Source: an optimization exercise on an open RTL-to-GDS flow (aim: small area). Production flows keep margins and buffers that such runs may drop.
Function was checked by simulation only, so behaviour that the tests miss may differ from the original.

// ds_frame_rx
module ds_frame_rx (
    input  wire         clk,
    input  wire         rst,         
    input  wire         lock,        
    input  wire         in_valid,    
    input  wire         in_hdr,      
    input  wire [255:0] in_body,     
    output reg          out_valid,
    output reg  [1:0]   out_type,    
    output reg  [255:0] out_body,
    output wire [31:0]  out_fn,
    output wire [1:0]   state,       
    output reg          ev_sync_gained,
    output reg          ev_oof_entered,
    output reg          ev_hdr_bad,
    output reg          ev_hdr_invalid,
    output reg          ev_faw_bad,
    output reg          ev_fn_jump,
    output reg          ev_false_cand,
    output reg          ev_cand_ovf,
    output reg          ev_err_block,
    output reg          ev_bip_err,
    output reg  [4:0]   bip_bits
);
    localparam [1:0] ST_HUNT = 2'd0, ST_PRESYNC = 2'd1, ST_SYNC = 2'd2, ST_OOF = 2'd3;
    localparam [12:0] FRAME_LAST = 13'd7999;
    localparam [31:0] FN_LAST    = 32'd4292607999;
    localparam [55:0] TYPE_FAW   = 56'h1E5B3C96E1A47D;
    reg  [1:0]  st;
    reg  [12:0] bc;             
    reg  [51:0] cq_p;           
    reg  [127:0] cq_n;          
    reg  [1:0]  cq_rd;          
    reg  [2:0]  cq_n_used;      
    reg  [31:0] cur_fn;         
    reg  [6:0]  cur_g;          
    reg         cur_hv;         
    reg         cur_oam;        
    reg  [1:0]  faw_cnt;        
    reg  [30:0] scr;            
    reg  [15:0] bip_acc;        
    wire [7:0]  rx_type = in_body[255:248];
    wire [47:0] rx_faw  = in_body[247:200];
    wire [31:0] rx_fn   = in_body[199:168];
    wire        rx_es   = in_body[165];
    wire        rx_oam  = in_body[166];
  ...
export LEC_CHECK = 0
export CAP_MARGIN = 0
export CORE_MARGIN = 2
export CORE_UTILIZATION = 65
export CTS_BUF_LIST = sky130_fd_sc_hd__clkbuf_8
export GPL_TIMING_DRIVEN = 0
export PLACE_DENSITY = 0.8
export SLEW_MARGIN = 0
create_clock -name core_clock -period 50.0 [get_ports {clk}]
standard.sh (not shown) runs the stock make flow with config.mk's settings and CLKGATE_MAP_FILE= SYNTH_SCRIPT=/design/flow/synth_recipe.tcl, a recipe that flattens the netlist after the stock synthesis.
==> flow/flow/run.sh <==
#!/bin/bash
# Own layout flow: the standard flow (standard.sh) with
#  - synthesis through flow/my_synth.tcl (synth_recipe.tcl with an
#    area-oriented ABC mapping script, flow/area.script);
#  - the port buffers made from the smallest buffer, buf_1.
set -euo pipefail
export MY_WORK_DIR=$PWD
export MY_FLOW_DIR=$PWD/flow
bash standard.sh SYNTH_SCRIPT=$PWD/flow/my_synth.tcl \
  "BUFFER_PORTS_ARGS=-buffer_cell sky130_fd_sc_hd__buf_1" finish > $PWD/flow.log 2>&1
==> flow/flow/area.script <==
&get -n
&st
&dch
&nf -R 1000 -p
&put
==> flow/flow/my_synth.tcl <==
# The standard synthesis (synth_recipe.tcl), with ABC's technology mapping
# run by an area-oriented script that keeps the XOR structure of the RTL,
# and without the 3-input XOR cells. Registers are mapped before ABC runs,
# so they are the standard synthesis's.
proc abc {args} {
  set i [lsearch $args -script]
  if {$i >= 0} { lset args [expr {$i + 1}] [file join $::env(MY_FLOW_DIR) area.script] }
  foreach c {xor3_1 xor3_2 xor3_4 xnor3_1 xnor3_2 xnor3_4} {
    lappend args -dont_use sky130_fd_sc_hd__$c
  }
  puts "abc (own flow): $args"
  yosys abc {*}$args
}
source [file join $::env(MY_WORK_DIR) synth_recipe.tcl]
The starting point finished but failed the layout checks on capacitance limit, slew limit.
Rerun with:
==> flow/config.mk (replaced) <==
export PLATFORM = sky130hd
export DESIGN_NAME = ds_frame_rx
export DESIGN_NICKNAME = ds_frame_rx
export VERILOG_FILES = /design/flow/design.v
export SDC_FILE = /design/flow/constraint.sdc
export NUM_CORES = 4
export LEC_CHECK = 0
export CAP_MARGIN = 20
export CORE_MARGIN = 2
export CORE_UTILIZATION = 40
export PLACE_DENSITY = 0.6
export SLEW_MARGIN = 20
=> The changed run completed with no timing, DRC or antenna violations; global-route usage shrinks by 17 points; final area grows by 2.7%; worst setup slack gains 1700 ps; sequential share of layout area shrinks by 0.92 points; via count shrinks by 4.1%; wire length grows by 10%; hold slack loses 6.7 ps.

[afterwards: timing with drivers on the ports]
The results above use ideal ports. As a check the final layouts listed here were re-extracted and re-timed, cells and wires unchanged. Step 1 (the two cells are an assumption about what drives the block):
set clk [get_ports {clk}]
set_driving_cell -lib_cell sky130_fd_sc_hd__clkbuf_16 $clk
set_driving_cell -lib_cell sky130_fd_sc_hd__buf_2 [delete_from_list [all_inputs] $clk]
Step 2, shift: input delay + t, output delay - t, t = (earliest + latest rising clock arrival at the registers) / 2. This alone moves slack from input paths to output paths. Slacks: ideal ports / drivers / drivers and shift; pairs: ideal ports / drivers.
run | t (ns) | slack for setup (ns) | worst setup path after step 2 | worst register clock-pin slew, ns | cell pins on the clock port's net
the first run | 0.810 | 12.601 / 12.637 / 11.827 | input to register | 0.07 / 0.07 | 1
the second run | 0.722 | 14.315 / 14.348 / 13.626 | input to register | 0.07 / 0.07 | 1
For the first run, which loses most, drivers alone change the setup slack by +0.036 ns; drivers and shift together by -0.774 ns.
